Optimization exercise on an open flow, not production practice. RTL: at most simulated, not proved equivalent. Function not checked: runs 3 to 6. Power: default activity.

## flow/run.sh

```bash
#!/bin/bash
# synth_recipe.tcl (not shown) runs the flow's synth.tcl, then flattens the netlist and writes it again
# the make line also repeats each setting of config.mk as NAME=value (left out here)
make -C /OpenROAD-flow-scripts/flow DESIGN_CONFIG=/design/flow/config.mk WORK_HOME=/design/flow/orfs CLKGATE_MAP_FILE= SYNTH_SCRIPT=/design/flow/synth_recipe.tcl finish
```

## flow/config.mk

```make
export PLATFORM = sky130hd
export DESIGN_NAME = dedup_sort
export DESIGN_NICKNAME = dedup_sort
export VERILOG_FILES = /design/flow/design.v
export SDC_FILE = /design/flow/constraint.sdc
export NUM_CORES = 4
export LEC_CHECK = 0
export CAP_MARGIN = 20
export CORE_MARGIN = 2
export CORE_UTILIZATION = 60
export CTS_BUF_LIST = sky130_fd_sc_hd__clkbuf_4 sky130_fd_sc_hd__clkbuf_8
export SETUP_SLACK_MARGIN = 1.0
export SLEW_MARGIN = 20
```

## flow/constraint.sdc

```tcl
create_clock -name core_clock -period 30.0 [get_ports {clk}]
set_input_delay 6.0000 -clock core_clock [delete_from_list [all_inputs] [get_ports {clk}]]
set_output_delay 6.0000 -clock core_clock [all_outputs]
set_load 0.01 [all_outputs]
```

## flow/design.v

```verilog
module dedup_sort (
    input  wire        clk,
    input  wire        rst,           
    input  wire        in_valid,
    output wire        in_ready,
    input  wire [39:0] in_id,
    input  wire        in_skip,
    input  wire        in_last,
    output wire        out_valid,
    input  wire        out_ready,
    output wire        out_type,      
    output wire [39:0] out_id,
    output wire [4:0]  out_count,
    output wire [3:0]  out_inv,
    output wire        out_skip,
    output wire        out_last
);
    localparam integer N = 16;
    integer i;
    reg [39:0] ids  [0:N-1];
    reg        sk   [0:N-1];    
    reg        fo   [0:N-1];    
    reg        ev   [0:N-1];    
    reg [3:0]  rk   [0:N-1];    
    reg        rdy;
    reg        s1_v;
    reg [39:0] s1_id;
    reg        s1_skip;
    reg        s1_last;
    reg [3:0]  s1_idx;
    reg [4:0]  acnt;        
    reg        lock;        
    reg [4:0]  ucnt;        
    wire fire  = in_valid && rdy;
    wire alast = in_last || (acnt == 5'd15);
    function [1:0] cmp40;
        input [39:0] a;
        input [39:0] b;
        reg   [63:0] g, e;
        integer k, w;
        begin
            for (k = 0; k < 64; k = k + 1) begin
                if (k < 40) begin
                    g[k] = !a[k] && b[k];
                    e[k] = a[k] == b[k];
                end else begin
                    g[k] = 1'b0;
                    e[k] = 1'b1;
                end
            end
            for (w = 32; w >= 1; w = w / 2)
                for (k = 0; k < w; k = k + 1) begin
                    g[k] = g[2*k+1] || (e[2*k+1] && g[2*k]);
                    e[k] = e[2*k+1] && e[2*k];
                end
            cmp40 = {g[0], e[0]};
        end
    endfunction
    function [4:0] pc16;
        input [15:0] v;
        reg   [1:0] s2 [0:7];
        reg   [2:0] s4 [0:3];
        reg   [3:0] s8 [0:1];
        integer k;
        begin
            for (k = 0; k < 8; k = k + 1) s2[k] = {1'b0, v[2*k]} + {1'b0, v[2*k+1]};
            for (k = 0; k < 4; k = k + 1) s4[k] = {1'b0, s2[2*k]} + {1'b0, s2[2*k+1]};
            for (k = 0; k < 2; k = k + 1) s8[k] = {1'b0, s4[2*k]} + {1'b0, s4[2*k+1]};
            pc16 = {1'b0, s8[0]} + {1'b0, s8[1]};
        end
    endfunction
    reg [15:0] lt, eq, evm, ltc;
    reg        dup;
    reg [4:0]  pos;
    reg        uniq;
    wire       s2_first = (s1_idx == 4'd0);
    always @(*) begin
        for (i = 0; i < N; i = i + 1) begin
            evm[i] = ev[i] && !s2_first;       
            {lt[i], eq[i]} = cmp40(ids[i], s1_id);
            ltc[i] = evm[i] && fo[i] && lt[i];
        end
        dup = 1'b0;
        for (i = 0; i < N; i = i + 1)
            if (evm[i] && fo[i] && eq[i]) dup = 1'b1;
        pos  = pc16(ltc);
        uniq = !s1_skip && !dup;
    end
    wire       s2_done  = s1_v && s1_last;         
    wire [4:0] s2_ucnt  = (s2_first ? 5'd0 : ucnt) + {4'd0, uniq};
    always @(posedge clk) begin
        if (s1_v) begin
            for (i = 0; i < N; i = i + 1) begin
                if (i == s1_idx) begin
                    ids[i] <= s1_id;
                    sk[i]  <= s1_skip;
                    fo[i]  <= uniq;
                    ev[i]  <= 1'b1;
                    rk[i]  <= pos[3:0];
                end else begin
                    if (s2_first) ev[i] <= 1'b0;
                    if (uniq && evm[i] && !lt[i]) rk[i] <= rk[i] + 4'd1;
                end
            end
        end
    end
    always @(posedge clk) begin
        s1_id   <= in_id;
        s1_skip <= in_skip;
        s1_last <= alast;
        s1_idx  <= acnt[3:0];
        if (s1_v) ucnt <= s2_ucnt;
    end
    localparam [1:0] O_NONE = 2'd0;
    localparam [1:0] O_UNIQ = 2'd1;
    localparam [1:0] O_INV  = 2'd2;
    reg [1:0]  ost;
    reg [3:0]  rr;          
    reg [4:0]  kf;          
    reg [4:0]  on;          
    reg        bpend;       
    reg [4:0]  bn;          
    reg [4:0]  bu;          
    reg        ov;
    reg        o_type;
    reg [39:0] o_id;
    reg [4:0]  o_count;
    reg [3:0]  o_inv;
    reg        o_skip;
    reg        o_last;
    assign in_ready  = rdy;
    assign out_valid = ov;
    assign out_type  = o_type;
    assign out_id    = o_id;
    assign out_count = o_count;
    assign out_inv   = o_inv;
    assign out_skip  = o_skip;
    assign out_last  = o_last;
    wire can = !ov || out_ready;
    reg [39:0] u_id;
    reg [15:0] u_hit;
    always @(*) begin
        u_id  = 40'd0;
        for (i = 0; i < N; i = i + 1) begin
            u_hit[i] = ev[i] && rk[i] == rr && !sk[i];
            if (ev[i] && rk[i] == rr && fo[i]) u_id = u_id | ids[i];
        end
    end
    wire [4:0] u_cnt = pc16(u_hit);
    wire       bypass   = (ost == O_NONE);
    wire       p_zero   = !(|ltc);                             
    wire       b_low    = uniq && p_zero;                      
    wire       b_same   = !s1_skip && !uniq && p_zero;         
    wire [39:0] f_id    = (bypass && b_low) ? s1_id : u_id;
    wire [4:0] f_cnt    = (bypass && b_low) ? 5'd1 :
                          (bypass && b_same) ? u_cnt + 5'd1 : u_cnt;
    wire       s2_any   = !s1_skip || (!s2_first && ucnt != 5'd0);
    wire       klast    = (kf == on - 5'd1);
    wire       ulast    = bypass ? (s2_ucnt == 5'd1) : ({1'b0, rr} == bu - 5'd1);
    wire       nb_ok    = bpend || s2_done;
    wire [4:0] nb_n     = bpend ? bn : {1'b0, s1_idx} + 5'd1;
    wire       nb_any   = bpend ? (bu != 5'd0) : s2_any;
    reg        sv_live;
    reg [3:0]  sv_rk;
    reg        sv_sk;
    localparam integer NS = 21;
    wire [NS-1:0] nsv [0:3];
    genvar g;
    generate
        for (g = 0; g < 4; g = g + 1) begin : g_ns
            localparam F = (g >= 2);
            localparam C = (g % 2 == 1);
            reg       fu, fi, ue, ie, st;
            reg [1:0] o;
            reg [4:0] k, a;
            reg       l, bp, sl, v, rd;
            reg [3:0] r;
            always @(*) begin
                fu = C && ((ost == O_UNIQ) || (bypass && s2_done && s2_any));
                fi = C && (ost == O_INV);
                ue = fu && ulast;
                ie = fi && klast;
                st = ((ost == O_NONE) || ie) && nb_ok;
                o = ost;
                k = fi ? kf + 5'd1 : kf;
                l = lock;
                a = acnt;
                if (F) begin
                    a = acnt + 5'd1;
                    if (alast) l = 1'b1;
                end
                if (ue) begin
                    o = O_INV;
                    k = 5'd0;
                    l = 1'b0;
                    a = 5'd0;
                end else if (st) begin
                    if (nb_any) begin
                        o = O_UNIQ;
                    end else begin
                        o = O_INV;
                        k = 5'd0;
                        l = 1'b0;
                        a = 5'd0;
                    end
                end else if (ie) begin
                    o = O_NONE;
                end
                r  = ue ? 4'd0 : fu ? rr + 4'd1 : rr;
                bp = st ? 1'b0 : (s2_done ? 1'b1 : bpend);
                sl = (s1_v && (ost == O_INV) && (s1_idx == kf[3:0]) && !fi) ? 1'b1 :
                     (fi ? 1'b0 : sv_live);
                v  = fu || fi || (ov && !C);
                rd = !l && (o != O_INV || a <= k);
            end
            assign nsv[g] = {rd, a, l, o, k, r, bp, sl, v};
        end
    endgenerate
    wire [NS-1:0] ns00 = nsv[0];
    wire [NS-1:0] ns01 = nsv[1];
    wire [NS-1:0] ns10 = nsv[2];
    wire [NS-1:0] ns11 = nsv[3];
    wire [NS-1:0] ns_f = out_ready ? ns11 : ns10;    
    wire [NS-1:0] ns_n = out_ready ? ns01 : ns00;
    wire [NS-1:0] ns_c = ov ? ns_f : ns11;
    wire [NS-1:0] ns_d = ov ? ns_n : ns01;
    wire [NS-1:0] ns   = (in_valid && rdy) ? ns_c : ns_d;
    wire       fetch_u  = can && ((ost == O_UNIQ) || (bypass && s2_done && s2_any));
    wire       fetch_i  = can && (ost == O_INV);
    wire       i_end    = fetch_i && klast;
    wire       start    = ((ost == O_NONE) || i_end) && nb_ok;
    always @(posedge clk) begin
        if (rst) begin
            rdy     <= 1'b1;
            s1_v    <= 1'b0;
            acnt    <= 5'd0;
            lock    <= 1'b0;
            ost     <= O_NONE;
            kf      <= 5'd0;
            rr      <= 4'd0;
            bpend   <= 1'b0;
            sv_live <= 1'b0;
            ov      <= 1'b0;
        end else begin
            s1_v  <= fire;
            {rdy, acnt, lock, ost, kf, rr, bpend, sv_live, ov} <= ns;
        end
    end
    always @(posedge clk) begin
        if (s1_v) begin
            sv_rk <= rk[s1_idx];
            sv_sk <= sk[s1_idx];
        end
        if (s2_done) begin
            bn <= {1'b0, s1_idx} + 5'd1;
            bu <= s2_ucnt;
        end
        if (start) on <= nb_n;
        if (fetch_u) begin
            o_type  <= 1'b0;
            o_id    <= f_id;
            o_count <= f_cnt;
            o_last  <= 1'b0;
        end else if (fetch_i) begin
            o_type  <= 1'b1;
            o_inv   <= sv_live ? sv_rk : rk[kf[3:0]];
            o_skip  <= sv_live ? sv_sk : sk[kf[3:0]];
            o_last  <= i_end;
        end
    end
endmodule
```

==> key figures, run 1 <==
Status
  • Status: timing/DRC/antenna clean

Timing
  • Fin. Hold Viols: 0
  • Max frequency: 126 MHz
  • Final min period: between 7000 and 8000 ps
  • Fin. max-slew vios: 0
  • Tightest Pin Transition: between 1000 and 1500 ps
  • Worst Skew: between 30 and 40 ps
  • Final worst slack: 22070 ps
  • RSZ-0062 raised after global routing: no
  • Final TNS setup: 0 ps
  • Setup violation total in the final timing report: 0
  • Slew margin rel.: 15.0%
  • Final period util: about a quarter

Finish
  • Final core occ: about 67%
  • Area grow syn2layout: 11.3%
  • Multi-input gate area: around 0.024 mm2
  • Register area: 0.0262 mm2
  • Share of cells above drive strength 1: 9.48%
  • Fillcell total: between 6000 and 7000
  • Nets: ~5800

Clock network
  • CTS Root Cell: clkbuf_8
  • Number of hold buffers added after cts: 0
  • CTS Sinks: between 800 and 900
  • CTS tree: done
  • Deepest clock path buffer count: 3
  • H-tree levels: 4
  • Post-CTS sizing: 0
  • Postcts setup bufs: 0
  • Clk slew on worst S/H paths: about 60 ps
  • Num CTS Buffers: approximately 160
  • Worst skew pair latency: 870 ps

Floorplan
  • CORE AREA: 0.0881 mm2
  • Die area: around 0.091 mm2
  • Cell Rows: around 110
  • # IOs: 100
  • Initial Utilization: approximately three fifths
  • Die X-Extent: between 300 and 400 um
  • Die Height: approximately 300 um

Global routing
  • Overflow after GRT: 0
  • First-pass GRT wire length: roughly 260000 um
  • Initial antenna violation count: 4
  • Vias in the first global route: between 30000 and 40000
  • GRT Overall Usage: 39.9%
  • Largest net degree at the start of global routing: 45

Synth
  • Ys Warns: 12
  • Top post-synthesis cells by area: edfxtp_1 47%, ha_1 17%, inv_1 5.2%
  • Post-Syn Instances: about 4700
  • Most frequent cells after synthesis: 826 x edfxtp_1, 734 x inv_1, 703 x ha_1
  • Post-synthesis cell area: ~0.053 mm2
  • Sequential fraction of the synthesis area: between 40 and 50%
  • Post-Syn Area per Cell: about 11 um2
  • Count leader, synth: edfxtp_1
  • Main synth FF type: edfxtp_1
  • Unique cell type count in the Yosys netlist: 79
  • Synthesis-stage register bit count: about 900
  • Post-Syn Nets: roughly 5500
  • Post-synth ARST share: 0%
  • Top-area cell type share of the netlist area: between 40% and 50%
  • Yosys top cell by area: edfxtp_1
  • Post-synth EDFFs: about 830

Worst setup path
  • Worst Setup Path Type: reg -> reg
  • WP buf/inv: 3
  • Crit path cell chain: buf_4, ha_1, a21o_1, a21o_1, a21oi_1, o21ai_0, a2111oi_0, and3_1, o21ai_0, o211a_1, nand4_1, fa_1, fa_1, fa_1, fa_1, inv_1, ha_1, inv_1, fa_1, xor2_2, o21ai_0
  • Crit path max fanout: 33
  • Critical path depth: 21
  • Most used cell, CP: fa_1
  • Worst R2R Start: s1_id[37]
  • Crit path arrival time: ~8500 ps
  • Startpoint Class: flop
  • Crit. Startpoint: s1_id[37]
  • Crit-path slowest cell: a2111oi_0
  • Kind of end point of the critical path: flop
  • FF-to-FF End: rk[12][2]
  • Slowest cell delay on critical path: around 1000 ps
  • Crit path capture: rk[12][2]
  • Reg2reg setup slack: 22070 ps
  • R2R cell count: 21
  • Worst path top cell family by delay: adder cells
  • Worst Path Required: 30550 ps

Detailed routing
  • Post-route antenna net violation count: 0
  • DR vias/cell: between 6 and 7
  • Wirelength per Cell: slightly below 30 um
  • DRC errors left: 0
  • Overall routed net length: between 150000 and 200000 um
  • DRT iter0 DRCs: ~5700
  • Pre-antenna DRT Iters: 6
  • Vias: between 40000 and 50000

Placed design
  • Placer Congestion: ~0.95
  • Pre-CTS setup slack: between 20000 and 25000 ps
  • Port Buffers: 99
  • HPWL after DPL: around 120000 um

Worst hold path
  • HP Class: reg -> reg

Power and ir drop
  • Leak: approximately 25 nW
  • VDD IR-drop max: between 0.00005 and 0.00006 V
  • PwrDens: 53.1 mW/mm2

Run
  • Max_cap viols: 0
-- worst min path at each step --
stage / start / endpoint / slack [ps] / cells after the start
3_3_place_gp: acnt[3] / s1_idx[3] / 390 / 0
3_5_place_dp: acnt[3] / s1_idx[3] / 390 / 0
2_1_floorplan: acnt[3] / s1_idx[3] / 340 / 0
5_1_grt: acnt[3] / s1_idx[3] / 410 / 0
6_report: acnt[3] / s1_idx[3] / 430 / 0
4_1_cts: acnt[3] / s1_idx[3] / 410 / 0
-- state kept, by name, indices dropped and copies added (netlist names), 4 cells and up --
register  cells
acnt          5
bn            5
bu            5
ev           15
fo           16
ids         640
kf            5
o_count       5
o_id         40
o_inv         4
on            5
rk           64
rr            4
s1_id        40
s1_idx        4
sk           16
sv_rk         4
ucnt          5
-- metal layers --
| metal | share of wire, % | GRT usage, % | wire, um | vias up |
|---|---|---|---|---|
| li1 | - | - | - | 18200 |
| met1 | 40 | 55.1 | 72200 | 20000 |
| met2 | 44 | 59.9 | 79300 | 2433 |
| met3 | 11 | 8.03 | 19300 | 466 |
| met4 | 5.7 | 20.6 | 10300 | 4 |
| met5 | 0.013 | 0 | 24 | - |
-- report_power, final --
| part | internal, mW | switching, mW |
|---|---|---|
| Combinational | 0.198 | 0.329 |
| Sequential | 1.43 | 0.0323 |
| Clock | 0.629 | 0.526 |
-- per-stage QoR --
stage                     cell area, um2  cells  total power [mW]  hold slack (ps)
final                              59200   6272              3.14              427
after global routing               59200   6272              3.24              406
after CTS                          59200   6271              3.13              409
after detailed placement           56000   5997              2.00              392
after global placement             56000   5996              1.99              393
after floorplan                    53200   4747              1.80              344
-- cells by family (layout without fill, tap and decap cells) --
| logic type | count (synthesis) | in the layout | synth area share, % |
|---|---|---|---|
| AOI/OAI and AO/OA | 1109 | 1109 | 14.4 |
| and+or+nand+nor | 958 | 958 | 9.01 |
| DFF | 896 | 896 | 49.3 |
| buffers and inverters | 870 | 1229 | 6.25 |
| adders and majority gates | 723 | 723 | 17.3 |
| xor gates and xnor gates | 132 | 132 | 2.17 |
| muxes | 59 | 59 | 1.56 |
| other | 0 | 1 | 0 |
-- cells in the final DEF (no fill, tap or decap), types with 35 or more instances in the layout --
cell type,instances
edfxtp_1,826
clkbuf_8,181
a21oi_1,298
nand3_1,125
o21ai_0,188
nor3_1,56
nor2_1,134
a221oi_1,192
xor2_1,93
dfxtp_1,70
clkbuf_4,53
mux2_4,39
a21o_1,79
nand2_1,280
inv_1,719
a22o_1,170
xnor2_1,38
a22oi_1,35
ha_1,703
nand4_1,180
clkdlybuf4s50_1,99
buf_4,106
-- cell type report --
type,count,share of cell area (%)
sequential,896,44.3
multi-input combinational,2981,40.2
clock buffer,234,4.88
inverter,749,4.75
timing repair buffer,206,3.03
tap,1165,2.46
clock inverter,40,0.414
antenna,1,0.00423
Testbench counts, summed over its fixed seeds: cycles 10,442, items 6,688.
==> run 2, diff against run 1 <==
--- a/flow/config.mk
+++ b/flow/config.mk
@@ -8,6 +8,5 @@
 export CAP_MARGIN = 20
 export CORE_MARGIN = 2
-export CORE_UTILIZATION = 60
-export CTS_BUF_LIST = sky130_fd_sc_hd__clkbuf_4 sky130_fd_sc_hd__clkbuf_8
+export CORE_UTILIZATION = 40
 export SETUP_SLACK_MARGIN = 1.0
 export SLEW_MARGIN = 20
==> run 2 against run 1 <==
Effect of this change:
- via count down 2.2%
- fmax up 0.35%
- die area grew 49%
- clock skew rose by 1.8 ps
- hold slack worse by 19 ps
- flip-flop and latch count did not move
- sequential share of layout area down 0.80 points
- power rose by 5.9%
- sequential power barely moved
- critical endpoint is now rk[7][1]
- largest cell class unchanged
==> key figures, run 2 <==
Floorplan
  • Cell Rows: approximately 130
  • Die area: ~0.14 mm2
  • Die Height: roughly 370 um
  • # IOs: 100
  • Die X-Extent: approximately 370 um
  • CORE AREA: ~0.13 mm2
  • Initial Utilization: roughly 40%

Clock network
  • Deepest clock path buffer count: 3
  • CTS Root Cell: clkbuf_16
  • Postcts setup bufs: 0
  • CTS Sinks: between 800 and 900
  • Num CTS Buffers: 105
  • H-tree levels: 3
  • Worst skew pair latency: around 750 ps
  • Number of hold buffers added after cts: 0
  • Post-CTS sizing: 0
  • Clk slew on worst S/H paths: around 70 ps
  • CTS tree: done

Detailed routing
  • Highest Signal Layer: met5
  • Wirelength per Cell: 28.1 um
  • Vias: about 40000
  • Post-route antenna net violation count: 0
  • DRC errors left: 0
  • Met3 wire length: roughly 17000 um
  • Met2 wire length: 85100 um
  • DR vias/cell: around 5.9
  • M1 WL: ~80000 um
  • Pre-antenna DRT Iters: 8
  • DRT iter0 DRCs: between 4000 and 5000
  • Overall routed net length: between 150000 and 200000 um

Synth
  • Mux cell area share after synthesis: under 10%
  • Unique cell type count in the Yosys netlist: around 80
  • Post-synth EDFFs: 826
  • Compound-Gate Fraction of Synth Area: between 10% and 20%
  • Post-Syn Nets: between 5000 and 6000
  • Top post-synthesis cells by area: edfxtp_1 47%, ha_1 17%, inv_1 5.2%
  • Count leader, synth: edfxtp_1
  • Post-synthesis cell area: between 0.05 and 0.06 mm2
  • Ys Warns: 12
  • Main synth FF type: edfxtp_1
  • Synthesis-stage register bit count: ~900
  • Yosys top cell by area: edfxtp_1
  • Top-area cell type share of the netlist area: 46.7%
  • Combinational family with the most area after synthesis: adder cells
  • Post-Synth Adder-Cell Area: between 15 and 20%
  • Post-synthesis simple-gate area fraction: under 10%
  • Synth Area in XOR/XNOR: 2.17%
  • Post-Syn Area per Cell: ~11 um2
  • Sequential fraction of the synthesis area: 49.3%
  • Post-Syn Instances: 4747
  • Most frequent cells after synthesis: 826 x edfxtp_1, 734 x inv_1, 703 x ha_1
  • Post-synth ARST share: 0%

Power and ir drop
  • Seq pwr share: a little over two fifths
  • Switching share of power: about 28%
  • VDD IR-drop max: 0.0000451 V
  • Final Power: ~3.3 mW
  • Power share of the combinational group: between 10% and 20%
  • PwrDens: about 55 mW/mm2
  • Clock share of power: 40.2%
  • Leak: 25.4 nW
  • NetSw: between 0.9 and 1 mW
  • Internal power: 2.40 mW

Timing
  • Worst Skew: between 30 and 40 ps
  • Slew margin rel.: between 10% and 20%
  • RSZ-0062 raised after global routing: no
  • Final TNS setup: 0 ps
  • Max frequency: about 130 MHz
  • Setup violation total in the final timing report: 0
  • Tightest Pin Transition: 1260 ps
  • Final min period: approximately 8000 ps
  • Fin. max-slew vios: 0
  • Final period util: a little over a quarter
  • Fin Hold WS: 408 ps
  • Fin. Hold Viols: 0

Global routing
  • Vias in the first global route: 38900
  • Largest net degree at the start of global routing: 51
  • First-pass GRT wire length: 273000 um
  • Initial antenna violation count: 5
  • GRT Overall Usage: between 20% and 30%
  • Overflow after GRT: 0

Finish
  • Most frequent cells in the layout: 826 x edfxtp_1, 719 x inv_1, 703 x ha_1, 298 x a21oi_1, 280 x nand2_1
  • Area grow syn2layout: 13.4%
  • Multi-input gate area: around 0.024 mm2
  • Largest register by flop count: ids
  • Nets: 5703
  • Register area: about 0.026 mm2
  • Share of cells above drive strength 1: ~7.6%
  • Fillcell total: about 12000
  • Leading cell type in the layout, fill and taps excluded: edfxtp_1
  • Biggest registers after layout: ids (640), rk (64)
  • Max reg flops: 640
  • Final core occ: between 40% and 50%
  • Fin cells: 6778

Worst setup path
  • Crit path cell chain: buf_4, ha_1, a21o_1, a21o_1, a21oi_1, o21ai_0, a2111oi_1, and3_1, o21ai_0, o211a_1, nand4_1, fa_1, fa_1, fa_1, fa_1, inv_1, ha_1, inv_1, fa_1, o21ai_0
  • Worst Setup Path Type: reg -> reg
  • Crit path arrival time: approximately 8300 ps
  • Crit-path slowest cell: fa_1
  • Worst path top cell family by delay: adder cells
  • Most used cell, CP: fa_1
  • WP buf/inv: 3
  • Worst Path Required: between 30000 and 40000 ps
  • Kind of end point of the critical path: flop
  • Slowest cell delay on critical path: between 1000 and 1500 ps
  • Crit path max fanout: 33
  • Startpoint Class: flop

Placed design
  • Port Buffers: a little under 100
  • Placed Instances: 6582
  • Placer Congestion: 0.983
  • HPWL after DPL: between 100000 and 150000 um

Run
  • Max_cap viols: 0

Worst hold path
  • HP Class: reg -> reg

Status
  • Status: timing/DRC/antenna clean
[run 2: cell counts after synthesis]
Identical to the previous run, type by type.
[run 2: path summary, 6_finish.rpt]
check	from	to	slack, ps	cells after the start
max reg2reg	s1_id[33]	rk[7][1]	22100	20
max	s1_id[33]	rk[7][1]	22100	20
min	acnt[3]	s1_idx[3]	410	0
min reg2reg	acnt[3]	s1_idx[3]	410	0
[run 2: area by class of cell]
type | instances | area share (%)
clock buffers | 131 | 4.64
repair buffers | 201 | 2.92
inverters | 749 | 4.67
well taps | 1755 | 3.64
clock inverters | 64 | 1.19
multi-input cells | 2981 | 39.5
flip-flops and latches | 896 | 43.5
diodes | 1 | 0.00415
[run 2: power by group through the flow]
stage               combinational, mW  sequential [mW]  clock (mW)
floorplan                       0.302             1.49           0
global placement                0.518             1.48           0
detailed placement              0.524             1.48           0
CTS                             0.526             1.46        1.35
global route                    0.575             1.46        1.40
finish                          0.529             1.46        1.34
[run 2: per-layer routing]
| layer | track usage (%) | vias up |
|---|---|---|
| li1 | - | 18100 |
| met1 | 37.8 | 19700 |
| met2 | 42.9 | 2016 |
| met3 | 4.36 | 340 |
| met4 | 12.4 | 4 |
| met5 | 0 | - |
[run 2: worst register-to-register path, cell delays in order, from the launching register on]
cell and delay [ps]:
dfxtp_1 310, buf_4 390, ha_1 350, a21o_1 160, a21o_1 170, a21oi_1 340
o21ai_0 240, a2111oi_1 960, and3_1 290, o21ai_0 220, o211a_1 320, nand4_1 230
fa_1 480, fa_1 530, fa_1 520, fa_1 470, inv_1 70, ha_1 150
inv_1 50, fa_1 1150, o21ai_0 220
[run 2: kinds of logic after synthesis]
family          after synthesis
compound gates             1109
xor+xnor                    132
fa+ha+maj                   723
buf+inv                     870
flops                       896
mux                          59
simple gates                958
[run 2: per-stage QoR]
stage / worst slack (ps) / area [um2]
2_1_floorplan: 21980 / 53200
3_3_place_gp: 21530 / 56700
3_5_place_dp: 21560 / 56700
4_1_cts: 21950 / 60200
5_1_grt: 21890 / 60300
6_report: 22100 / 60300
==> run 3, diff against run 2 <==
--- a/flow/design.v
+++ b/flow/design.v
@@ -21,5 +21,4 @@
     reg        sk   [0:N-1];    
     reg        fo   [0:N-1];    
-    reg        ev   [0:N-1];    
     reg [3:0]  rk   [0:N-1];    
     reg        rdy;
@@ -77,5 +76,5 @@
     always @(*) begin
         for (i = 0; i < N; i = i + 1) begin
-            evm[i] = ev[i] && !s2_first;       
+            evm[i] = (i < s1_idx);             
             {lt[i], eq[i]} = cmp40(ids[i], s1_id);
             ltc[i] = evm[i] && fo[i] && lt[i];
@@ -89,4 +88,12 @@
     wire       s2_done  = s1_v && s1_last;         
     wire [4:0] s2_ucnt  = (s2_first ? 5'd0 : ucnt) + {4'd0, uniq};
+    reg        pw;
+    reg [3:0]  pj;
+    reg [3:0]  pq;
+    reg [3:0]  rke [0:N-1];
+    reg        rinc;
+    always @(*)
+        for (i = 0; i < N; i = i + 1)
+            rke[i] = (pw && pj == i) ? pq : rk[i];
     always @(posedge clk) begin
         if (s1_v) begin
@@ -96,12 +103,17 @@
                     sk[i]  <= s1_skip;
                     fo[i]  <= uniq;
-                    ev[i]  <= 1'b1;
-                    rk[i]  <= pos[3:0];
-                end else begin
-                    if (s2_first) ev[i] <= 1'b0;
-                    if (uniq && evm[i] && !lt[i]) rk[i] <= rk[i] + 4'd1;
                 end
             end
         end
+        for (i = 0; i < N; i = i + 1) begin
+            rinc = s1_v && uniq && evm[i] && !lt[i];
+            if ((pw && pj == i) || rinc) rk[i] <= rke[i] + {3'd0, rinc};
+        end
+        pj <= s1_idx;
+        pq <= pos[3:0];
+    end
+    always @(posedge clk) begin
+        if (rst) pw <= 1'b0;
+        else     pw <= s1_v;
     end
     always @(posedge clk) begin
@@ -140,9 +152,12 @@
     reg [39:0] u_id;
     reg [15:0] u_hit;
+    reg [15:0] evr;             
     always @(*) begin
+        for (i = 0; i < N; i = i + 1)
+            evr[i] = (ost == O_NONE) ? (i < s1_idx) : (i < on);
         u_id  = 40'd0;
         for (i = 0; i < N; i = i + 1) begin
-            u_hit[i] = ev[i] && rk[i] == rr && !sk[i];
-            if (ev[i] && rk[i] == rr && fo[i]) u_id = u_id | ids[i];
+            u_hit[i] = evr[i] && rke[i] == rr && !sk[i];
+            if (evr[i] && rke[i] == rr && fo[i]) u_id = u_id | ids[i];
         end
     end
==> run 3 against run 2 <==
Effect of this change:
- still clean on timing, DRC and antenna
- final area up 1.4%
- area after synthesis up 1.4%
- clock power about the same
- critical path type is now reg -> out
- largest cell class unchanged
==> key figures, run 3 <==
Clock network
  • Worst skew pair latency: roughly 790 ps
  • Clk slew on worst S/H paths: around 60 ps
  • CTS tree: done
  • CTS Sinks: between 800 and 900
  • H-tree levels: 3
  • Postcts setup bufs: 0
  • CTS Root Cell: clkbuf_16
  • Num CTS Buffers: around 100
  • Deepest clock path buffer count: 3
  • Post-CTS sizing: 0
  • Number of hold buffers added after cts: 0

Synth
  • Post-Syn Nets: between 5000 and 6000
  • Combinational family with the most area after synthesis: adder cells
  • Synth Area in XOR/XNOR: between 1 and 1.5%
  • Most frequent cells after synthesis: 811 x edfxtp_1, 675 x ha_1, 665 x inv_1
  • Compound-Gate Fraction of Synth Area: around 14%
  • Synthesis-stage register bit count: just under 900
  • Main synth FF type: edfxtp_1
  • Yosys top cell by area: edfxtp_1
  • Unique cell type count in the Yosys netlist: 100
  • Sequential fraction of the synthesis area: between 40 and 50%
  • Post-synthesis simple-gate area fraction: approximately an eighth
  • Post-synth ARST share: 0%
  • Top post-synthesis cells by area: edfxtp_1 45%, ha_1 16%, inv_1 4.6%
  • Post-Syn Area per Cell: 10.9 um2
  • Top-area cell type share of the netlist area: between 40 and 50%
  • Count leader, synth: edfxtp_1
  • Post-synth EDFFs: approximately 810
  • Post-Syn Instances: a little under 5000
  • Mux cell area share after synthesis: 1.63%
  • Post-Synth Adder-Cell Area: 16.4%
  • Post-synthesis cell area: roughly 0.054 mm2
  • Ys Warns: 12

Worst setup path
  • WP buf/inv: 1
  • Crit-path slowest cell: clkdlybuf4s50_1
  • Worst R2R Start: s1_idx[1]
  • R2R cell count: 29
  • Worst Setup Path Type: reg -> out
  • Worst path top cell family by delay: buffers and inverters
  • Reg2reg setup slack: about 23000 ps
  • Kind of end point of the critical path: output pin
  • Startpoint Class: flop
  • Worst Path Required: 24000 ps
  • Crit path cell chain: clkdlybuf4s50_1
  • Crit path max fanout: 1
  • FF-to-FF End: rdy
  • Crit path arrival time: 1900 ps
  • Slowest cell delay on critical path: a little over 600 ps

Global routing
  • GRT Overall Usage: 30.0%
  • Overflow after GRT: 0
  • Initial antenna violation count: 16
  • First-pass GRT wire length: 297000 um
  • Largest net degree at the start of global routing: 52
  • Vias in the first global route: around 41000

Detailed routing
  • DR vias/cell: approximately 6.2
  • Vias: around 43000
  • Overall routed net length: about 210000 um
  • DRC errors left: 0
  • Wirelength per Cell: just over 30 um
  • Pre-antenna DRT Iters: 9
  • DRT iter0 DRCs: roughly 5900
  • Post-route antenna net violation count: 0

Timing
  • Final TNS setup: 0 ps
  • Worst Skew: between 80 and 90 ps
  • Slew margin rel.: between 10 and 15%
  • Final period util: around a quarter
  • Setup violation total in the final timing report: 0
  • Tightest Pin Transition: between 1000 and 1500 ps
  • Fin. max-slew vios: 0
  • Final min period: around 7900 ps
  • Fin. Hold Viols: 0
  • RSZ-0062 raised after global routing: no
  • Max frequency: 127 MHz

Finish
  • Share of cells above drive strength 1: approximately 8.4%
  • Largest register by flop count: ids
  • Max reg flops: 640
  • Biggest registers after layout: ids (640), rk (64)
  • Leading cell type in the layout, fill and taps excluded: edfxtp_1
  • Nets: between 5000 and 6000
  • Most frequent cells in the layout: 811 x edfxtp_1, 675 x ha_1, 665 x inv_1, 331 x nand2_1, 298 x a21oi_1
  • Area grow syn2layout: 13.4%

Floorplan
  • Initial Utilization: between 40% and 50%
  • Die Height: roughly 370 um
  • # IOs: 100
  • Die X-Extent: about 370 um
  • Die area: ~0.14 mm2
  • CORE AREA: about 0.13 mm2
  • Cell Rows: about 130

Placed design
  • Placer Congestion: roughly 1
  • HPWL after DPL: about 150000 um
  • Port Buffers: between 90 and 100

Power and ir drop
  • PwrDens: roughly 53 mW/mm2
  • Leak: 25.1 nW
  • Final Power: roughly 3.2 mW
  • VDD IR-drop max: between 0.00007 and 0.00008 V

Worst hold path
  • Worst Hold End: o_type
  • Min-delay src: o_type
  • Hold depth: 2
  • HP Class: reg -> reg

Status
  • Status: timing/DRC/antenna clean

Run
  • Max_cap viols: 0
-- run 3: cell count changes in the layout (fill, tap and decap cells not counted), sizes merged, moves of 52 or more --
cell    change
a221oi    -118
inv        -66
xor2       -52
nand3      +55
a22oi     +151
nor4       +61
a22o      -132
-- run 3: cell type report --
| cell class | count | area [um2] |
|---|---|---|
| Fill cell | 12400 | 72500 |
| Sequential cell | 890 | 25900 |
| Multi-Input combinational cell | 3207 | 24800 |
| Clock buffer | 137 | 2840 |
| Inverter | 666 | 2500 |
| Tap cell | 1768 | 2210 |
| Timing Repair Buffer | 239 | 2060 |
| Clock inverter | 58 | 759 |
| Antenna cell | 1 | 2.50 |
-- run 3: worst max-delay path by stage --
stage	from	endpoint	slack (ps)	depth (start not counted)
finish	o_id[6]	out_id[6]	22100	1
floorplan	out_ready	rr[3]	21020	6
global placement	out_ready	rr[3]	21750	8
CTS	o_id[6]	out_id[6]	22050	1
global route	o_id[6]	out_id[6]	22010	1
detailed placement	out_ready	rr[3]	21780	8
-- run 3: kinds of logic (layout without fill, tap and decap cells) --
group	after synthesis	count (layout)
fa+ha+maj	695	695
mux	78	78
xor+xnor	84	84
simple gates	1231	1231
buf+inv	835	1100
flops	890	890
other cells	0	1
compound gates	1119	1119
-- run 3: power by group --
part | switching [mW] | total, mW | leakage [nW] | internal, mW
Clock | 0.567 | 1.35 | 1.75 | 0.783
Combinational | 0.314 | 0.474 | 15.4 | 0.161
Sequential | 0.0250 | 1.42 | 7.89 | 1.40
-- run 3: routing by layer --
layer / routed length, um / GRT usage, % / up-vias
met2: 92200 / 46.1 / 2510
li1: - / - / 18900
met1: 83800 / 39.9 / 21200
met4: 11200 / 13.9 / 16
met3: 22800 / 7.22 / 502
met5: 103 / 0 / -
-- run 3: through the flow --
step                utilization (%)  cell area, um2  instances  worst slack, ps  hold slack (ps)
floorplan                         -           53900       4932            21020              329
global placement               43.0           57500       6767            21750              483
detailed placement             43.0           57500       6768            21780              478
CTS                            45.7           61100       6963            22050              492
global route                   45.7           61100       6966            22010              500
finish                         45.7           61100       6966            22100              481
-- run 3: tightest hold or removal path, cell delays in order (launching register included) --
cell and delay (ps):
dfxtp_1 330, nor2_1 50, nor2_1 70
==> run 4, diff against run 3 <==
==> flow/flow/run.sh (new file) <==
#!/bin/bash
# Standard layout, with timing repair asked to aim for a shorter period than
# the clock's (the SDC is unchanged): repair_timing keeps working until each
# path has SETUP_SLACK_MARGIN ns of slack at the design's period.
set -euo pipefail
bash standard.sh SETUP_SLACK_MARGIN=22.5 finish > run_standard.log 2>&1
==> flow/standard.sh (new file) <==
#!/bin/bash
# synth_recipe.tcl (not shown) runs the flow's synth.tcl, then flattens the netlist and writes it again
# the make line also repeats each setting of config.mk as NAME=value (left out here)
make -C /OpenROAD-flow-scripts/flow DESIGN_CONFIG=/design/flow/config.mk WORK_HOME=/design/flow/orfs CLKGATE_MAP_FILE= SYNTH_SCRIPT=/design/flow/synth_recipe.tcl "${@:-finish}"
removed: flow/run.sh
==> run 4 against run 3 <==
Effect of this change:
- final cell count increased by 0.26%
- first-iteration DRC count rose by 0.90%
- hold slack lost 6.3 ps
- synthesized cell count did not move
- register-to-register slack improved by 230 ps
- die area stayed put
- clock skew decreased by 25 ps
- setup slack gained 450 ps
- flip-flop and latch count is the same
- sequential share of layout area down 0.074 points
- non-clock buffer count up 12
- largest power group unchanged
==> key figures, run 4 <==
Timing
  • Max frequency: between 100 and 150 MHz
  • Final TNS setup: 0 ps
  • RSZ-0062 raised after global routing: no
  • Tightest Pin Transition: ~1200 ps
  • Fin. Hold Viols: 0
  • Worst Skew: 63.9 ps
  • Final period util: about a quarter
  • Final min period: 7450 ps
  • Setup violation total in the final timing report: 0
  • Fin. max-slew vios: 0
  • Slew margin rel.: around a fifth

Floorplan
  • # IOs: 100
  • Die Height: 371 um
  • CORE AREA: between 0.1 and 0.15 mm2
  • Cell Rows: 134
  • Die area: 0.138 mm2
  • Die X-Extent: between 300 and 400 um
  • Initial Utilization: about 40%

Finish
  • Most frequent cells in the layout: 811 x edfxtp_1, 675 x ha_1, 665 x inv_1, 330 x nand2_1, 298 x a21oi_1
  • Share of cells above drive strength 1: roughly 8.9%
  • Final core occ: 45.8%
  • Leading cell type in the layout, fill and taps excluded: edfxtp_1
  • Nets: between 5000 and 6000
  • Fillcell total: 12300
  • Biggest registers after layout: ids (640), rk (64)
  • Max reg flops: 640
  • Area grow syn2layout: 13.6%
  • Largest register by flop count: ids

Worst setup path
  • Slowest cell delay on critical path: roughly 450 ps
  • Worst Setup Path Type: reg -> out
  • Kind of end point of the critical path: output pin
  • Crit path arrival time: 1450 ps
  • Crit path max fanout: 1
  • Startpoint Class: flop
  • Crit path cell chain: clkdlybuf4s15_1
  • Crit-path slowest cell: edfxtp_1
  • Worst Path Required: ~24000 ps
  • WP buf/inv: 1
  • Worst path top cell family by delay: flip-flops

Run
  • Max_cap viols: 0

Detailed routing
  • Post-route antenna net violation count: 0
  • DRT iter0 DRCs: between 5000 and 6000
  • Pre-antenna DRT Iters: 8
  • DR vias/cell: roughly 6.2
  • Overall routed net length: about 210000 um
  • Vias: roughly 43000
  • Wirelength per Cell: between 30 and 40 um
  • DRC errors left: 0

Synth
  • Count leader, synth: edfxtp_1
  • Most frequent cells after synthesis: 811 x edfxtp_1, 675 x ha_1, 665 x inv_1
  • Top post-synthesis cells by area: edfxtp_1 45%, ha_1 16%, inv_1 4.6%
  • Ys Warns: 12
  • Top-area cell type share of the netlist area: about 45%
  • Post-Syn Instances: 4932
  • Synthesis-stage register bit count: 890
  • Post-Syn Nets: 5673
  • Post-synth EDFFs: 811
  • Post-synthesis cell area: about 0.054 mm2
  • Post-synth ARST share: 0%
  • Yosys top cell by area: edfxtp_1
  • Unique cell type count in the Yosys netlist: 100
  • Sequential fraction of the synthesis area: around 48%
  • Main synth FF type: edfxtp_1
  • Post-Syn Area per Cell: between 10 and 15 um2

Global routing
  • Largest net degree at the start of global routing: 46
  • GRT Overall Usage: 30.0%
  • Initial antenna violation count: 9
  • Vias in the first global route: ~41000
  • First-pass GRT wire length: 297000 um
  • Overflow after GRT: 0

Clock network
  • Deepest clock path buffer count: 3
  • CTS tree: done
  • CTS Root Cell: clkbuf_16
  • Number of hold buffers added after cts: 0
  • Worst skew pair latency: just under 800 ps
  • Clk slew on worst S/H paths: ~60 ps
  • Num CTS Buffers: about 110
  • H-tree levels: 3
  • CTS Sinks: 890

Placed design
  • Port Buffers: 99
  • Placer Congestion: 0.989
  • HPWL after DPL: 147000 um

Status
  • Status: timing/DRC/antenna clean

Power and ir drop
  • VDD IR-drop max: roughly 0.000057 V
  • PwrDens: 53.0 mW/mm2
  • Leak: about 25 nW

Worst hold path
  • HP Class: reg -> reg
==> run 4: cell counts after synthesis <==
Identical to the previous run, type by type.
==> run 4: final timing paths <==
check / startpoint / endpoint / slack [ps] / cells after the start
setup reg to reg: pj[3] / o_count[4] / 22780 / 17
hold reg to reg: o_type / o_type / 470 / 2
setup / recovery: o_id[35] / out_id[35] / 22550 / 1
hold / removal: o_type / o_type / 470 / 2
==> run 4: repair_timing <==
item	in CTS	in global routing
gates resized for setup	60	11
pin swaps	0	3
setup endpoints to repair	57	8
setup buffers	0	10
==> run 4: cell families (layout without fill, tap and decap cells) <==
| logic type | count (synthesis) | in the layout | synth area share, % |
|---|---|---|---|
| compound gates | 1119 | 1119 | 13.9 |
| xor+xnor | 84 | 84 | 1.40 |
| fa+ha+maj | 695 | 695 | 16.4 |
| buf+inv | 835 | 1118 | 6.28 |
| flops | 890 | 890 | 48.1 |
| mux | 78 | 78 | 1.63 |
| other cells | 0 | 1 | 0 |
| simple gates | 1231 | 1231 | 12.3 |
==> run 4: layer usage <==
metal,track usage [%],wire [um],vias to the layer above
met5,0,123,-
met4,14.6,12000,14
met3,6.90,23100,562
met2,46.0,91500,2565
met1,40.0,83100,21200
li1,-,-,19000
==> run 4: power by group <==
group	internal, mW	switching, mW	leakage [nW]
clock	0.786	0.565	1.76
sequential	1.40	0.0250	7.89
combinational	0.158	0.315	15.6
total	2.34	0.905	25.2
==> run 4: metrics by stage <==
step | instance area (um2) | total power, mW | std cells | hold slack, ps | setup slack (ps)
5_1_grt | 61200 | 3.34 | 6983 | 501 | 22500
6_report | 61200 | 3.25 | 6984 | 475 | 22550
2_1_floorplan | 53900 | 1.71 | 4932 | 329 | 22480
4_1_cts | 61100 | 3.25 | 6972 | 484 | 22450
3_3_place_gp | 57500 | 1.91 | 6767 | 479 | 20990
3_5_place_dp | 57500 | 1.91 | 6771 | 475 | 21590
==> run 4: worst register-to-register path, cell delays in order, from the launching register on <==
cell      delay [ps]
dfxtp_1          450
and3b_1          650
nand3_1          220
and3_1           210
or4_1            850
nor4_1           460
fa_1             480
inv_1            100
fa_1             440
fa_1             530
fa_1             550
inv_1             40
ha_1             210
fa_1             400
xor2_1           360
nand3_1          110
or4_1            410
a21boi_1         460
==> run 4: cell type report <==
type                       instances  area, um2  area share [%]
sequential                       890      25900            42.4
multi-input combinational       3207      24900            40.6
clock buffer                     142       2940            4.80
inverter                         666       2500            4.09
tap                             1768       2210            3.61
timing repair buffer             251       2100            3.44
clock inverter                    59        684            1.12
antenna                            1       2.50         0.00409
==> run 5, diff against run 4 <==
--- a/flow/design.v
+++ b/flow/design.v
@@ -18,5 +18,5 @@
     localparam integer N = 16;
     integer i;
-    reg [39:0] ids  [0:N-1];
+    reg [39:0] nids [0:N-1];    
     reg        sk   [0:N-1];    
     reg        fo   [0:N-1];    
@@ -34,24 +34,26 @@
     wire alast = in_last || (acnt == 5'd15);
     function [1:0] cmp40;
-        input [39:0] a;
+        input [39:0] na;
         input [39:0] b;
-        reg   [63:0] g, e;
+        reg   [63:0] g, p;
+        reg          anyg;
         integer k, w;
         begin
+            anyg = |(na & b);
             for (k = 0; k < 64; k = k + 1) begin
                 if (k < 40) begin
-                    g[k] = !a[k] && b[k];
-                    e[k] = a[k] == b[k];
+                    g[k] = na[k] && b[k];
+                    p[k] = na[k] || b[k];
                 end else begin
                     g[k] = 1'b0;
-                    e[k] = 1'b1;
+                    p[k] = 1'b1;
                 end
             end
             for (w = 32; w >= 1; w = w / 2)
                 for (k = 0; k < w; k = k + 1) begin
-                    g[k] = g[2*k+1] || (e[2*k+1] && g[2*k]);
-                    e[k] = e[2*k+1] && e[2*k];
-                end
-            cmp40 = {g[0], e[0]};
+                    g[k] = g[2*k+1] || (p[2*k+1] && g[2*k]);
+                    p[k] = p[2*k+1] && p[2*k];
+                end
+            cmp40 = {g[0], p[0] && !anyg};
         end
     endfunction
@@ -77,5 +79,5 @@
         for (i = 0; i < N; i = i + 1) begin
             evm[i] = (i < s1_idx);             
-            {lt[i], eq[i]} = cmp40(ids[i], s1_id);
+            {lt[i], eq[i]} = cmp40(nids[i], s1_id);
             ltc[i] = evm[i] && fo[i] && lt[i];
         end
@@ -100,5 +102,5 @@
             for (i = 0; i < N; i = i + 1) begin
                 if (i == s1_idx) begin
-                    ids[i] <= s1_id;
+                    nids[i] <= ~s1_id;
                     sk[i]  <= s1_skip;
                     fo[i]  <= uniq;
@@ -150,5 +152,5 @@
     assign out_last  = o_last;
     wire can = !ov || out_ready;
-    reg [39:0] u_id;
+    reg [39:0] u_nid;
     reg [15:0] u_hit;
     reg [15:0] evr;             
@@ -156,11 +158,12 @@
         for (i = 0; i < N; i = i + 1)
             evr[i] = (ost == O_NONE) ? (i < s1_idx) : (i < on);
-        u_id  = 40'd0;
+        u_nid = 40'd0;
         for (i = 0; i < N; i = i + 1) begin
             u_hit[i] = evr[i] && rke[i] == rr && !sk[i];
-            if (evr[i] && rke[i] == rr && fo[i]) u_id = u_id | ids[i];
-        end
-    end
-    wire [4:0] u_cnt = pc16(u_hit);
+            if (evr[i] && rke[i] == rr && fo[i]) u_nid = u_nid | nids[i];
+        end
+    end
+    wire [4:0]  u_cnt = pc16(u_hit);
+    wire [39:0] u_id  = ~u_nid;
     wire       bypass   = (ost == O_NONE);
     wire       p_zero   = !(|ltc);                             
==> flow/flow/run.sh (replaced) <==
#!/bin/bash
# Standard layout, with timing repair asked to aim for a shorter period than
# the clock's (the SDC is unchanged): repair_timing keeps working until each
# path has SETUP_SLACK_MARGIN ns of slack at the design's period. Ports are
# buffered with buf_2 instead of the delay cell buffer_ports picks by default.
set -euo pipefail
bash standard.sh SETUP_SLACK_MARGIN=23 \
  "BUFFER_PORTS_ARGS=-buffer_cell sky130_fd_sc_hd__buf_2" \
  finish > run_standard.log 2>&1
==> run 5 against run 4 <==
Effect of this change:
- area after synthesis is 9.3% lower
- flip-flop and latch count did not move
- clock skew shrank 13 ps
- final area down 9.8%
- final cell count is 12% lower
- largest cell class unchanged
==> key figures, run 5 <==
Synth
  • Post-synthesis cell area: about 0.05 mm2
  • Yosys top cell by area: edfxtp_1
  • Top-area cell type share of the netlist area: 49.8%
  • Main synth FF type: edfxtp_1
  • Post-synth EDFFs: 811
  • Post-Syn Area per Cell: ~11 um2
  • Post-Syn Nets: between 4000 and 5000
  • Post-Syn Instances: ~4400
  • Most frequent cells after synthesis: 811 x edfxtp_1, 419 x nor2_1, 217 x a22oi_1
  • Ys Warns: 12
  • Post-synth ARST share: 0%
  • Count leader, synth: edfxtp_1
  • Synthesis-stage register bit count: 890
  • Unique cell type count in the Yosys netlist: approximately 100
  • Top post-synthesis cells by area: edfxtp_1 50%, a221oi_1 3.5%, a22o_1 3.3%
  • Sequential fraction of the synthesis area: 53.0%

Worst setup path
  • Crit path cell chain: buf_2
  • Worst path top cell family by delay: flip-flops
  • Crit path max fanout: 1
  • Critical path depth: 1
  • Slowest cell delay on critical path: roughly 410 ps
  • Reg2reg setup slack: 22740 ps
  • WP buf/inv: 1
  • FF-to-FF End: rdy
  • Kind of end point of the critical path: output pin
  • Crit. Startpoint: o_skip
  • Crit path arrival time: about 1300 ps
  • R2R cell count: 27
  • Worst Path Required: 24000 ps
  • Crit-path slowest cell: edfxtp_1
  • Startpoint Class: flop
  • Worst R2R Start: s1_id[18]
  • Crit path capture: out_skip
  • Worst Setup Path Type: reg -> out

Clock network
  • Deepest clock path buffer count: 3
  • CTS Root Cell: clkbuf_16
  • CTS Sinks: roughly 900
  • H-tree levels: 3
  • CTS tree: done
  • Worst skew pair latency: slightly below 800 ps
  • Clk slew on worst S/H paths: 60 ps
  • Num CTS Buffers: 99

Finish
  • Final core occ: a little under half
  • Area grow syn2layout: 12.9%
  • Most frequent cells in the layout: 811 x edfxtp_1, 386 x nor2_1, 210 x a21oi_1, 207 x a22oi_1, 190 x a221oi_1
  • Biggest registers after layout: nids (640), rk (64)
  • Largest register by flop count: nids
  • Nets: about 4600
  • Leading cell type in the layout, fill and taps excluded: edfxtp_1
  • Fin cells: ~6000
  • Max reg flops: between 600 and 700
  • Share of cells above drive strength 1: 13.6%

Worst hold path
  • HP Class: reg -> reg

Placed design
  • HPWL after DPL: around 220000 um
  • Placer Congestion: about 1.1
  • Port Buffers: 99
  • Placed Instances: just under 6000

Detailed routing
  • DR vias/cell: between 7 and 8
  • DRC errors left: 0
  • Pre-antenna DRT Iters: 10
  • DRT iter0 DRCs: between 9000 and 10000
  • Vias: between 40000 and 50000
  • Overall routed net length: about 290000 um
  • Wirelength per Cell: 47.7 um
  • Post-route antenna net violation count: 0

Floorplan
  • # IOs: 100
  • Die X-Extent: 354 um
  • Die Height: roughly 350 um
  • CORE AREA: 0.122 mm2
  • Die area: approximately 0.13 mm2
  • Initial Utilization: between 40 and 50%
  • Cell Rows: ~130

Run
  • Max_cap viols: 0

Timing
  • Final TNS setup: 0 ps
  • Fin. Hold Viols: 0
  • Max frequency: between 100 and 150 MHz
  • Setup violation total in the final timing report: 0
  • Fin. max-slew vios: 0
  • Tightest Pin Transition: approximately 1300 ps
  • RSZ-0062 raised after global routing: yes
  • Final min period: 7340 ps
  • Slew margin rel.: between 10% and 20%
  • Final period util: about a quarter
  • Worst Skew: just over 50 ps

Power and ir drop
  • PwrDens: between 50 and 60 mW/mm2
  • Switching share of power: between 20 and 30%
  • Leak: 18.1 nW
  • Clock share of power: between 40% and 50%
  • Power share of the combinational group: a little under an eighth
  • Internal power: between 2 and 2.5 mW
  • VDD IR-drop max: 0.0000757 V
  • Final Power: around 3.1 mW
  • Seq pwr share: 45.9%
  • NetSw: 0.851 mW

Global routing
  • GRT Overall Usage: 45.6%
  • Overflow after GRT: 0
  • Largest net degree at the start of global routing: 56
  • Vias in the first global route: between 40000 and 50000
  • First-pass GRT wire length: about 390000 um
  • Initial antenna violation count: 35

Status
  • Status: timing/DRC/antenna clean
## run 5: cell count changes after synthesis, sizes merged, moves of 59 or more
cell    before  now
a21o        99   11
a21oi      298  212
a221oi      75  194
a22o        38  187
a31oi       12   87
buf         96  181
clkbuf      73  136
ha         675   74
inv        665  104
mux2i       18   77
nand2      331  163
nand3      181  112
nor2       141  420
o22ai       10  179
## run 5: cells by family (layout without fill, tap and decap cells)
family,Yosys count,count (layout),share of synthesized area [%]
xor+xnor,132,132,2.36
fa+ha+maj,128,128,3.42
buf+inv,424,546,4.05
flops,890,890,53.0
mux,130,130,2.87
simple gates,1173,1173,11.7
other cells,0,16,0
compound gates,1524,1524,22.6
## run 5: worst min-delay path by stage
stage	startpoint	slack [ps]	endpoint	cells after the start
floorplan	s1_idx[3]	340	pj[3]	0
global placement	o_type	460	o_type	2
detailed placement	acnt[1]	450	s1_idx[1]	0
CTS	o_type	480	o_type	2
global route	s1_idx[0]	470	pj[0]	0
finish	s1_idx[0]	480	pj[0]	0
## run 5: power groups by stage
stage	registers (mW)	clock network [mW]	logic, mW
2_1_floorplan	1.42	0	0.198
3_3_place_gp	1.44	0	0.342
3_5_place_dp	1.44	0	0.342
4_1_cts	1.41	1.30	0.346
5_1_grt	1.41	1.34	0.376
6_report	1.42	1.30	0.367
## run 5: through the flow
stage                     hold slack (ps)  area (um2)  worst slack (ps)
after floorplan                       342       48900             22510
after CTS                             480       54800             22630
after global placement                456       51100             21500
final                                 476       55200             22660
after detailed placement              452       51200             21660
after global routing                  474       55200             22600
## run 5: routing by layer
| metal | GRT usage (%) | vias to the layer above | part of all wire [%] | wire length [um] |
|---|---|---|---|---|
| met1 | 58.1 | 23100 | 37 | 107000 |
| met2 | 65.9 | 4573 | 41 | 121000 |
| li1 | - | 17900 | - | - |
| met3 | 13.6 | 1083 | 13 | 37800 |
| met5 | 0 | - | 0.063 | 186 |
| met4 | 33.2 | 28 | 9.2 | 27200 |
## run 5: final cells by class
type | instances | area [um2]
inverters | 107 | 402
well taps | 1625 | 2030
repair buffers | 251 | 1820
multi-input cells | 3087 | 21500
diodes | 16 | 40.0
clock inverters | 52 | 651
clock buffers | 136 | 2760
flip-flops and latches | 890 | 26000
fillers | 11200 | 66300
## run 5: what timing repair did
action                                  4_1_cts  5_1_grt
setup buffers                                 3       10
pin swaps                                     2       13
hold buffers                                  0        0
endpoints found under the setup margin       99       61
resized for setup                            28       65
==> run 6, diff against run 5 <==
==> flow/flow/run.sh (replaced) <==
#!/bin/bash
# Standard layout, with timing repair asked to aim for a shorter period than
# the clock's (the SDC is unchanged): repair_timing keeps working until each
# path has SETUP_SLACK_MARGIN ns of slack at the design's period. Ports are
# buffered with buf_2 instead of the delay cell buffer_ports picks by default,
# and the clock tree uses larger sink clusters and no dummy loads.
set -euo pipefail
bash standard.sh SETUP_SLACK_MARGIN=23 \
  "BUFFER_PORTS_ARGS=-buffer_cell sky130_fd_sc_hd__buf_2" \
  "CTS_ARGS=-sink_clustering_enable -repair_clock_nets -sink_clustering_size 30 -sink_clustering_max_diameter 100 -dont_use_dummy_load" \
  finish > run_standard.log 2>&1
==> run 6 against run 5 <==
Effect of this change:
- power decreased by 20%
- count of clock-buffer cells in the layout fell by 93
- area after synthesis stayed put
- still clean
- clock skew increased by 38 ps
- highest routed layer unchanged
- critical path depth unchanged
==> key figures, run 6 <==
Status
  • Status: timing/DRC/antenna clean

Finish
  • Max reg flops: 640
  • Biggest registers after layout: nids (640), rk (64)
  • Area grow syn2layout: 8.31%
  • Largest register by flop count: nids
  • Nets: 4520
  • Most frequent cells in the layout: 811 x edfxtp_1, 386 x nor2_1, 210 x a21oi_1, 206 x a22oi_1, 190 x a221oi_1
  • Leading cell type in the layout, fill and taps excluded: edfxtp_1
  • Fin cells: 6021
  • Share of cells above drive strength 1: 11.6%

Synth
  • Sequential fraction of the synthesis area: 53.0%
  • Main synth FF type: edfxtp_1
  • Post-synth EDFFs: about 810
  • Ys Warns: 12
  • Post-synthesis cell area: slightly below 0.05 mm2
  • Post-Syn Area per Cell: roughly 11 um2
  • Count leader, synth: edfxtp_1
  • Top post-synthesis cells by area: edfxtp_1 50%, a221oi_1 3.5%, a22o_1 3.3%
  • Synthesis-stage register bit count: 890
  • Unique cell type count in the Yosys netlist: 98
  • Top-area cell type share of the netlist area: between 40% and 50%
  • Most frequent cells after synthesis: 811 x edfxtp_1, 419 x nor2_1, 217 x a22oi_1
  • Post-synth ARST share: 0%
  • Yosys top cell by area: edfxtp_1
  • Post-Syn Nets: roughly 4500
  • Post-Syn Instances: 4401

Detailed routing
  • DRT iter0 DRCs: between 9000 and 10000
  • Wirelength per Cell: between 40 and 50 um
  • Overall routed net length: 292000 um
  • DR vias/cell: 7.64
  • Pre-antenna DRT Iters: 9
  • DRC errors left: 0
  • Post-route antenna net violation count: 0
  • Vias: between 40000 and 50000

Global routing
  • Largest net degree at the start of global routing: 56
  • GRT Overall Usage: a little under half
  • Vias in the first global route: between 40000 and 50000
  • Overflow after GRT: 0
  • First-pass GRT wire length: 383000 um
  • Initial antenna violation count: 36

Floorplan
  • Initial Utilization: between 40 and 50%
  • CORE AREA: around 0.12 mm2
  • Die area: about 0.13 mm2
  • Die X-Extent: about 350 um
  • Die Height: ~350 um
  • # IOs: 100
  • Cell Rows: roughly 130

Worst hold path
  • HP Class: reg -> reg
  • Hold depth: 0
  • Worst Hold End: pj[0]
  • Min-delay src: s1_idx[0]

Clock network
  • CTS tree: done
  • Num CTS Buffers: 43
  • CTS Root Cell: clkbuf_16
  • Deepest clock path buffer count: 3
  • Worst skew pair latency: around 720 ps
  • CTS Sinks: 890
  • H-tree levels: 2
  • Clk slew on worst S/H paths: ~120 ps
  • Number of hold buffers added after cts: 0

Worst setup path
  • Worst R2R Start: s1_id[21]
  • R2R cell count: 29
  • Crit path cell chain: buf_6
  • Slowest cell delay on critical path: 450 ps
  • Crit-path slowest cell: edfxtp_1
  • Worst Setup Path Type: reg -> out
  • Crit. Startpoint: o_id[24]
  • Startpoint Class: flop
  • Reg2reg setup slack: around 23000 ps
  • Crit path max fanout: 1
  • WP buf/inv: 1
  • Worst path top cell family by delay: flip-flops
  • Kind of end point of the critical path: output pin
  • FF-to-FF End: rdy
  • Worst Path Required: ~24000 ps
  • Crit path arrival time: about 1300 ps

Power and ir drop
  • VDD IR-drop max: 0.0000492 V
  • PwrDens: around 46 mW/mm2
  • Leak: roughly 17 nW

Run
  • Max_cap viols: 0

Placed design
  • HPWL after DPL: between 200000 and 250000 um
  • Placed Instances: 5947
  • Port Buffers: about 100
  • Placer Congestion: between 1 and 1.5

Timing
  • Setup violation total in the final timing report: 0
  • Final min period: 7310 ps
  • RSZ-0062 raised after global routing: yes
  • Final TNS setup: 0 ps
  • Final period util: around a quarter
  • Tightest Pin Transition: roughly 1300 ps
  • Slew margin rel.: between 10% and 20%
  • Fin. max-slew vios: 0
  • Worst Skew: about 89 ps
  • Max frequency: between 100 and 150 MHz
  • Fin. Hold Viols: 0
## run 6: metal layers
| metal | part of all wire (%) | vias up | GRT usage (%) |
|---|---|---|---|
| met5 | 0.049 | - | 0.264 |
| met4 | 9.2 | 20 | 32.4 |
| met3 | 13 | 1034 | 12.0 |
| met2 | 41 | 4466 | 65.8 |
| met1 | 37 | 22800 | 58.3 |
| li1 | - | 17600 | - |
## run 6: how the worst max path moves through the flow
stage / slack (ps) / cells after the start / to
detailed placement: 21660 / 28 / rdy
global placement: 21500 / 7 / rr[3]
finish: 22690 / 1 / out_id[24]
global route: 22630 / 31 / rdy
CTS: 22700 / 1 / out_id[24]
floorplan: 22510 / 6 / rr[3]
## run 6: final cells by class
class | instances | area, um2
clock buffers | 43 | 1080
flip-flops and latches | 890 | 26000
fillers | 11300 | 68600
inverters | 107 | 402
multi-input cells | 3087 | 21600
diodes | 18 | 45.0
repair buffers | 251 | 1840
well taps | 1625 | 2030
## run 6: metrics by stage
stage | hold WS, ps | area, um2 | power [mW] | util, % | worst slack (ps)
4_1_cts | 482 | 52500 | 2.42 | 43.2 | 22700
3_3_place_gp | 456 | 51100 | 1.78 | 42.1 | 21500
5_1_grt | 438 | 52900 | 2.49 | 43.5 | 22630
2_1_floorplan | 342 | 48900 | 1.62 | - | 22510
6_report | 444 | 53000 | 2.45 | 43.6 | 22690
3_5_place_dp | 452 | 51200 | 1.78 | 42.2 | 21660
## run 6: logic make-up (layout without fill, tap and decap cells)
kind of cell | after synthesis | count (layout) | share of synthesized area, %
compound gates | 1524 | 1524 | 22.6
xor+xnor | 132 | 132 | 2.36
fa+ha+maj | 128 | 128 | 3.42
buf+inv | 424 | 401 | 4.05
flops | 890 | 890 | 53.0
mux | 130 | 130 | 2.87
other cells | 0 | 18 | 0
simple gates | 1173 | 1173 | 11.7
## run 6: timing repair
action | CTS | global route
endpoints found under the setup margin | 104 | 58
pin swaps | 2 | 9
resized for setup | 43 | 66
setup buffers | 3 | 10
## run 6: where the power goes
part	internal [mW]	switching (mW)	leakage (nW)	total, mW
clock network	0.257	0.413	0.530	0.670
logic	0.105	0.263	8.67	0.368
registers	1.38	0.0332	7.82	1.41
==> run 7, diff against run 6 <==
--- a/flow/design.v
+++ b/flow/design.v
@@ -90,12 +90,4 @@
     wire       s2_done  = s1_v && s1_last;         
     wire [4:0] s2_ucnt  = (s2_first ? 5'd0 : ucnt) + {4'd0, uniq};
-    reg        pw;
-    reg [3:0]  pj;
-    reg [3:0]  pq;
-    reg [3:0]  rke [0:N-1];
-    reg        rinc;
-    always @(*)
-        for (i = 0; i < N; i = i + 1)
-            rke[i] = (pw && pj == i) ? pq : rk[i];
     always @(posedge clk) begin
         if (s1_v) begin
@@ -105,17 +97,10 @@
                     sk[i]  <= s1_skip;
                     fo[i]  <= uniq;
+                    rk[i]  <= pos[3:0];
+                end else begin
+                    if (uniq && evm[i] && !lt[i]) rk[i] <= rk[i] + 4'd1;
                 end
             end
         end
-        for (i = 0; i < N; i = i + 1) begin
-            rinc = s1_v && uniq && evm[i] && !lt[i];
-            if ((pw && pj == i) || rinc) rk[i] <= rke[i] + {3'd0, rinc};
-        end
-        pj <= s1_idx;
-        pq <= pos[3:0];
-    end
-    always @(posedge clk) begin
-        if (rst) pw <= 1'b0;
-        else     pw <= s1_v;
     end
     always @(posedge clk) begin
@@ -160,6 +145,6 @@
         u_nid = 40'd0;
         for (i = 0; i < N; i = i + 1) begin
-            u_hit[i] = evr[i] && rke[i] == rr && !sk[i];
-            if (evr[i] && rke[i] == rr && fo[i]) u_nid = u_nid | nids[i];
+            u_hit[i] = evr[i] && rk[i] == rr && !sk[i];
+            if (evr[i] && rk[i] == rr && fo[i]) u_nid = u_nid | nids[i];
         end
     end
==> run 7 against run 6 <==
Effect of this change:
- global-route usage fell by 0.75 points
- final cell count did not move
- final area fell by 1.6%
- count of clock-buffer cells in the layout rose by 2
- utilization fell by 0.090 points
- critical path depth did not move
- clock skew fell by 6.0 ps
- first-iteration DRC count rose by 3.7%
- synthesized cell count rose by 0.84%
- non-clock buffer count fell by 20
- setup slack improved by 9.6 ps
- critical endpoint is now out_id[17]
- largest power group unchanged
==> key figures, run 7 <==
Synth
  • Post-Syn Instances: between 4000 and 5000
  • Yosys top cell by area: edfxtp_1
  • Unique cell type count in the Yosys netlist: between 90 and 100
  • Count leader, synth: edfxtp_1
  • Ys Warns: 11
  • Synthesis-stage register bit count: 881
  • Top-area cell type share of the netlist area: 50.4%
  • Most frequent cells after synthesis: 811 x edfxtp_1, 379 x nor2_1, 355 x a22oi_1
  • Post-synth ARST share: 0%
  • Sequential fraction of the synthesis area: between 50% and 60%
  • Post-Syn Area per Cell: approximately 11 um2
  • Post-synthesis cell area: ~0.048 mm2
  • Post-Syn Nets: between 4000 and 5000
  • Main synth FF type: edfxtp_1
  • Post-synth EDFFs: around 810
  • Top post-synthesis cells by area: edfxtp_1 50%, a22oi_1 5.5%, nor2_1 2.9%

Worst setup path
  • Crit-path slowest cell: edfxtp_1
  • Startpoint Class: flop
  • Crit path arrival time: roughly 1300 ps
  • Slowest cell delay on critical path: about 430 ps
  • WP buf/inv: 1
  • Crit path cell chain: buf_2
  • Worst Setup Path Type: reg -> out
  • Worst path top cell family by delay: flip-flops
  • Crit path max fanout: 1
  • Kind of end point of the critical path: output pin
  • Worst Path Required: 24000 ps

Placed design
  • Placed Instances: between 5000 and 6000
  • Placer Congestion: roughly 1.1
  • Port Buffers: 99
  • HPWL after DPL: 205000 um

Floorplan
  • Die X-Extent: between 300 and 400 um
  • Die Height: around 350 um
  • Initial Utilization: between 40 and 50%
  • Cell Rows: 127
  • # IOs: 100
  • CORE AREA: 0.120 mm2
  • Die area: around 0.12 mm2

Timing
  • Final period util: around a quarter
  • Setup violation total in the final timing report: 0
  • RSZ-0062 raised after global routing: yes
  • Final TNS setup: 0 ps
  • Fin Hold WS: 479 ps
  • Slew margin rel.: ~8.5%
  • Fin. Hold Viols: 0
  • Max frequency: 137 MHz
  • Worst Skew: between 80 and 90 ps
  • Final min period: about 7300 ps
  • Tightest Pin Transition: approximately 1400 ps
  • Fin. max-slew vios: 0

Power and ir drop
  • PwrDens: 48.8 mW/mm2
  • VDD IR-drop max: approximately 0.000045 V
  • Leak: between 15 and 20 nW

Finish
  • Max reg flops: 640
  • Most frequent cells in the layout: 811 x edfxtp_1, 368 x nor2_1, 344 x a22oi_1, 230 x a21oi_1, 204 x nand2_1
  • Fin cells: around 6000
  • Share of cells above drive strength 1: roughly 9.6%
  • Nets: about 4500
  • Biggest registers after layout: nids (640), rk (64)
  • Largest register by flop count: nids
  • Area grow syn2layout: 7.82%
  • Leading cell type in the layout, fill and taps excluded: edfxtp_1

Global routing
  • Largest net degree at the start of global routing: 61
  • Overflow after GRT: 0
  • First-pass GRT wire length: between 300000 and 400000 um
  • GRT Overall Usage: 44.5%
  • Vias in the first global route: approximately 41000
  • Initial antenna violation count: 37

Detailed routing
  • DRC errors left: 0
  • DRT iter0 DRCs: between 9000 and 10000
  • Wirelength per Cell: about 47 um
  • Pre-antenna DRT Iters: 12
  • Post-route antenna net violation count: 0
  • DR vias/cell: 7.58
  • Overall routed net length: about 280000 um
  • Vias: roughly 46000

Clock network
  • CTS Sinks: about 900
  • CTS Root Cell: clkbuf_16
  • Deepest clock path buffer count: 3
  • H-tree levels: 2
  • Number of hold buffers added after cts: 0
  • Clk slew on worst S/H paths: between 100 and 150 ps
  • CTS tree: done
  • Num CTS Buffers: 45
  • Worst skew pair latency: 720 ps

Worst hold path
  • HP Class: reg -> reg

Status
  • Status: timing/DRC/antenna clean

Run
  • Max_cap viols: 0
==> run 7: power breakdown <==
group	internal [mW]	leakage (nW)	switching, mW	total (mW)
Clock	0.268	0.555	0.415	0.683
Sequential	1.38	7.86	0.0363	1.42
Combinational	0.133	8.27	0.310	0.442
==> run 7: stage by stage <==
| step | setup WS (ps) | area [um2] | util [%] | total power, mW |
|---|---|---|---|---|
| finish | 22700 | 52100 | 43.5 | 2.54 |
| CTS | 22680 | 51700 | 43.1 | 2.51 |
| global placement | 21830 | 50300 | 42.0 | 1.86 |
| detailed placement | 21860 | 50400 | 42.0 | 1.85 |
| floorplan | 22510 | 48300 | - | 1.67 |
| global route | 22700 | 52000 | 43.4 | 2.59 |
==> run 7: cells by family (layout without fill, tap and decap cells) <==
family          Yosys count  after routing  synth area share (%)
mux                      61             61                  1.35
buf+inv                 433            383                  4.01
fa+ha+maj               105            105                  2.90
xor+xnor                136            136                  2.47
simple gates           1246           1246                  12.9
other cells               0             21                     0
flops                   881            881                  53.3
compound gates         1576           1576                  23.1
==> run 7: layer usage <==
layer	vias to the layer above	track usage, %	routed length [um]
li1	17700	-	-
met1	22500	54.5	99000
met2	4359	66.0	118000
met3	1080	14.1	37300
met4	28	32.0	26500
met5	-	0	212
==> run 7: path summary, 6_finish.rpt <==
kind             from    endpoint  slack, ps  depth (start not counted)
max          o_id[17]  out_id[17]      22700                          1
max reg2reg  s1_id[1]         rdy      22960                         29
min            o_type      o_type        480                          2
min reg2reg    o_type      o_type        480                          2
==> run 7: what timing repair did <==
item,CTS,global route
gates resized for setup,30,87
buffers inserted,7,4
endpoints found under the setup margin,125,119
pin swaps,3,5
==> run 7: cell type report <==
cell class | count | area [um2]
Antenna cell | 21 | 52.6
Clock buffer | 45 | 1130
Fill cell | 11300 | 67700
Inverter | 107 | 414
Multi-Input combinational cell | 3124 | 21000
Sequential cell | 881 | 25800
Tap cell | 1612 | 2020
Timing Repair Buffer | 231 | 1700
Testbench counts of run 7, summed over its fixed seeds: cycles 10,442, items 6,688.
